From an optimization exercise on the open Yosys and OpenROAD flow, aimed at small area, a short achievable clock period and few clock cycles per item; shortcuts taken in it are not production practice.
In this exercise RTL edits were held to simulation tests only and were not proved equivalent to the original.
Power figures rest on the tool's default switching activity, not on a simulated workload.

## lane 1
## glemi_alu
module glemi_alu (
    input  wire        clk,
    input  wire        rst,
    input  wire        in_valid,
    output wire        in_ready,
    input  wire [5:0]  in_fn,
    input  wire [31:0] in_a,
    input  wire [31:0] in_b,
    input  wire [3:0]  in_flags,
    output reg         out_valid,
    output reg  [31:0] out_rd,
    output wire [31:0] out_rr,
    output reg         out_wr_rd,
    output reg         out_wr_rr,
    output wire [3:0]  out_flags,
    output reg         out_dz,
    output reg         out_illegal
);
For scale: about 5200 cells after synthesis, about 220 flip-flops, ~30000 sq um of cells after synthesis.
export LEC_CHECK = 0
export ABC_AREA = 1
export CAP_MARGIN = 20
export CORE_MARGIN = 2
export CORE_UTILIZATION = 45
export SLEW_MARGIN = 20
create_clock -name core_clock -period 11.0 [get_ports {clk}]
standard.sh (not shown) runs the stock make flow with config.mk's settings and CLKGATE_MAP_FILE= SYNTH_SCRIPT=/design/flow/synth_recipe.tcl, a recipe that flattens the netlist after the stock synthesis.
==> flow/flow/run.sh <==
#!/bin/bash
set -e
export BUFFER_PORTS_ARGS="-buffer_cell sky130_fd_sc_hd__buf_1"
export ADDER_MAP_FILE=
export SETUP_SLACK_MARGIN=6.75
bash standard.sh > standard.log 2>&1
Testbench counts of lane 1, summed over its fixed seeds: cycles 44,555, ops 24,000.
### lane 1 -> lane 2
==> flow/flow/run.sh <==
#!/bin/bash
set -e
export BUFFER_PORTS_ARGS="-buffer_cell sky130_fd_sc_hd__buf_1"
bash standard.sh > standard.log 2>&1
-- flow/config.mk --
<<< lane 1, line 11
export CORE_UTILIZATION = 45
export SLEW_MARGIN = 20
>>> lane 2, line 11
export CORE_UTILIZATION = 45
export SETUP_SLACK_MARGIN = 5
export SLEW_MARGIN = 20
==> notes.md <==
- Full die area ended up about 3.3% higher on lane 2 than on lane 1.
- On fraction of the core area covered by cells at the end of the flow: between lane 1 and lane 2, it ends up lower for lane 2.
- Max share of layout cells above drive strength 1 across lane 1 and lane 2: lane 1
- Relative to lane 1, global routing met2 resource utilization has gone down in lane 2.
- Compared with lane 1, in lane 2 final total power has increased, power attributed to the clock group has decreased, non-filler instance count after layout has decreased, antenna violation net count after detailed routing has remained practically unchanged, post-route minimum period has increased.
- Comparing lane 1 and lane 2, post-route met1 wirelength is lower on lane 1.
Setup changes, lane 2 to lane 3
==> flow/flow/run.sh <==
#!/bin/bash
set -e
export BUFFER_PORTS_ARGS="-buffer_cell sky130_fd_sc_hd__buf_1"
export SETUP_SLACK_MARGIN=6.75
bash standard.sh > standard.log 2>&1
-- flow/config.mk --
<<< lane 2, line 11
export CORE_UTILIZATION = 45
export SETUP_SLACK_MARGIN = 5
export SLEW_MARGIN = 20
>>> lane 3, line 11
export CORE_UTILIZATION = 45
export SLEW_MARGIN = 20
## What came out
Lane 3 vs lane 2 on total power: lane 3 is the higher one.
[compare] base=lane 2 new=lane 3: number of rows created at floorplan closely matched the old numbers; total inserted antenna cells increased by 1 relative to the old numbers; global-route wire length before repair increased by 8.0 mm relative to the old numbers.
Relative to lane 2, routed length on met3 increased by 12% in lane 3.
Lane 3 vs lane 2, combined area of the multi-input logic cells went up by 8.0%.
Lane 3 vs lane 2 — register share of the cell area dropped 2.0 points.
On starting utilization of the core area, lane 3 tracks lane 2 almost exactly.
Lane 3 reports its destination of the critical timing path as b1[20] while lane 2 reports b1[14].
On synthesis-to-finish area growth, the lower figure sits with lane 2, not lane 3.
Between lane 3 and lane 2, it is lane 3 whose count of cells along the worst register-to-register path is lower, by 1.
Where top achievable clock speed is concerned, lane 2 is outperformed by lane 3.
--- input diff lane 3..lane 4 ---
==> flow/flow/run.sh <==
#!/bin/bash
set -e
export BUFFER_PORTS_ARGS="-buffer_cell sky130_fd_sc_hd__buf_1"
export SETUP_SLACK_MARGIN=6.25
bash standard.sh > standard.log 2>&1
Findings:
Lane 4: no failed stages, no open violations at the end. Taking lane 3 as the reference, in lane 4 worst slack after detailed placement went down by 0.019 ns; non-clock buffer count went down by about 24%; worst setup slack went down by 0.36 ns; utilization went down by 4.2 points. Lane 4 and lane 3 ended up with roughly the same number of cells in the design after placement. Per the comparison of lane 4 with lane 3, via count has decreased; summed area of non-filler cells in the final layout now smaller; wire length of the first global-routing pass went down about 4.6%; power shows a reduction of 11%. Diff lane 4 and lane 3: highest clock rate lower in lane 4.

Setup of run 1:
Starting RTL as in the previous note.
==> flow/config.mk <==
export PLATFORM = sky130hd
export DESIGN_NAME = glemi_alu
export DESIGN_NICKNAME = glemi_alu
export VERILOG_FILES = /design/flow/design.v
export SDC_FILE = /design/flow/constraint.sdc
export NUM_CORES = 4
export LEC_CHECK = 0
export ABC_AREA = 1
export CAP_MARGIN = 20
export CORE_MARGIN = 2
export CORE_UTILIZATION = 45
export SLEW_MARGIN = 20
==> flow/constraint.sdc <==
create_clock -name core_clock -period 11.0 [get_ports {clk}]
set_input_delay 2.2000 -clock core_clock [delete_from_list [all_inputs] [get_ports {clk}]]
set_output_delay 2.2000 -clock core_clock [all_outputs]
set_load 0.01 [all_outputs]
==> flow/flow/run.sh <==
#!/bin/bash
set -e
export BUFFER_PORTS_ARGS="-buffer_cell sky130_fd_sc_hd__buf_1"
export SETUP_SLACK_MARGIN=6.5
bash standard.sh > standard.log 2>&1
Testbench counts of run 1, summed over its fixed seeds: cycles 44,555, ops 24,000.
#### Input delta (run 2 over run 1)
==> flow/run.sh (new file) <==
#!/bin/bash
# synth_recipe.tcl (not shown) runs the flow's synth.tcl, then flattens the netlist and writes it again
# the make line also repeats each setting of config.mk as NAME=value (left out here)
make -C /OpenROAD-flow-scripts/flow DESIGN_CONFIG=/design/flow/config.mk WORK_HOME=/design/flow/orfs CLKGATE_MAP_FILE= SYNTH_SCRIPT=/design/flow/synth_recipe.tcl finish
--- a/flow/config.mk
+++ b/flow/config.mk
@@ -11 +11,2 @@
-export CORE_UTILIZATION = 45
+export CORE_UTILIZATION = 55
+export SETUP_SLACK_MARGIN = 5
removed: flow/flow/run.sh
removed: flow/standard.sh
## What came out
Sequential share of layout area: run 1 and run 2 compared, lower one is run 1
Looking at termination of the worst setup path, the H[29]$_DFFE_PP_ result is from run 2; the out_rd[25]$_DFF_P_ one comes from run 1.
For the signed area change from the synthesized netlist to the final layout, run 2 came in 5.4 points lower than run 1 did.
Between run 1 and run 2, switching part of the total increased.
What run 3 does differently from run 2 at the input level:
==> flow/flow/run.sh (new file) <==
#!/bin/bash
set -e
export BUFFER_PORTS_ARGS="-buffer_cell sky130_fd_sc_hd__buf_1"
export SETUP_SLACK_MARGIN=7
bash standard.sh > standard.log 2>&1
==> flow/standard.sh (new file) <==
#!/bin/bash
# synth_recipe.tcl (not shown) runs the flow's synth.tcl, then flattens the netlist and writes it again
# the make line also repeats each setting of config.mk as NAME=value (left out here)
make -C /OpenROAD-flow-scripts/flow DESIGN_CONFIG=/design/flow/config.mk WORK_HOME=/design/flow/orfs CLKGATE_MAP_FILE= SYNTH_SCRIPT=/design/flow/synth_recipe.tcl "${@:-finish}"
--- a/flow/config.mk
+++ b/flow/config.mk
@@ -11,2 +11 @@
-export CORE_UTILIZATION = 55
-export SETUP_SLACK_MARGIN = 5
+export CORE_UTILIZATION = 50
removed: flow/run.sh
==> notes.md <==
Wire length the detailed router placed on met1 delta for run 3 relative to run 2: 15% higher
In the floorplan summary, run 3 is listed with a die area greater than that of run 2.
Fmax: run 3 above run 2
When run 3 is measured against run 2, its minimum clock period turns out 1.31 ns lower.
Looking at initial detailed-routing violation count, run 3 sits 304 lower than run 2 does.
Run 3 vs. run 2: maximum vdd drop went down, design area went up.
What run 4 does differently from run 3 at the input level:
--- a/flow/flow/run.sh
+++ b/flow/flow/run.sh
@@ -3,0 +4 @@
+export ADDER_MAP_FILE=
--- a/flow/config.mk
+++ b/flow/config.mk
@@ -11 +11 @@
-export CORE_UTILIZATION = 50
+export CORE_UTILIZATION = 45
Results
Run 4 reports a lower routed length on met1 than run 3 does.
On non-clock buffer total of the final layout, the higher figure sits with run 3, not run 4.
Run 4 completed; timing, DRC and antenna clean
Diff run 3 -> run 4 | die footprint | up by a little under 10%
Run 4 vs run 3 — global-route usage dropped 7.2 points.
On highest fanout seen on the critical path, the higher figure sits with run 3, not run 4.
Diff run 3 and run 4: multi-input gate count lower in run 3
Re core region area: run 3 and run 4 aren't equal, and the higher value belongs to run 4.
Setup changes, run 4 to run 5
--- a/flow/flow/run.sh
+++ b/flow/flow/run.sh
@@ -5 +5 @@
-export SETUP_SLACK_MARGIN=7
+export SETUP_SLACK_MARGIN=7.25
==> comparison <==
Sequential cell power was higher in run 4 than in run 5. Run 4 -> run 5: sequential cell count delta 0, exact match. Register-to-register slack: higher on run 5. Sort run 4 and run 5 by number of detailed-route iterations in the first pass asc -> top: run 5. Run 5: final-layout clock buffer total is 9 higher than what run 4 reported. [compare] base=run 4 new=run 5: worst vdd rail ir drop shrank by 11%; share of layout cells above drive strength 1 shows an increase of 3.7 points.

[afterwards: timing with drivers on the ports]
The flow's constraints put no driver on any port. The routed layouts listed below were extracted and timed again, unchanged, in two steps. Step 1 (the two cells are an assumption about what drives the block):
set clk [get_ports {clk}]
set_driving_cell -lib_cell sky130_fd_sc_hd__clkbuf_16 $clk
set_driving_cell -lib_cell sky130_fd_sc_hd__buf_2 [delete_from_list [all_inputs] $clk]
Step 2 times the ports against the registers' clock, not the clock port: input delays grow and output delays shrink by t, the midpoint of the rising clock arrivals with the driver on. Three values: ideal ports, drivers, drivers and shift; two values: the first two.
run | t, ns | setup WS [ns] | worst hold slack (ns) | worst setup path at the end
lane 1 | 0.730 | 6.531 / 6.489 / 6.195 | 0.431 / 0.431 / 0.431 | input to register
lane 2 | 0.706 | 5.392 / 5.392 / 5.392 | 0.430 / 0.430 / 0.430 | register to register
lane 3 | 0.707 | 6.441 / 6.441 / 6.186 | 0.430 / 0.430 / 0.430 | input to register
lane 4 | 0.716 | 6.085 / 6.085 / 5.796 | 0.425 / 0.425 / 0.425 | input to register
run 1 | 0.720 | 6.349 / 6.349 / 5.936 | 0.425 / 0.425 / 0.425 | input to register
run 2 | 0.703 | 5.144 / 5.144 / 5.090 | 0.435 / 0.435 / 0.435 | input to register
run 3 | 0.718 | 6.452 / 6.452 / 6.272 | 0.429 / 0.429 / 0.429 | input to register
run 4 | 0.711 | 6.490 / 6.415 / 6.239 | 0.417 / 0.417 / 0.417 | input to register
run 5 | 0.696 | 6.513 / 6.437 / 6.560 | 0.427 / 0.427 / 0.427 | input to register
After both steps every run listed still meets setup and hold. For run 1, which loses most, drivers alone change the setup slack by 0.000 ns; drivers and shift together by -0.413 ns.
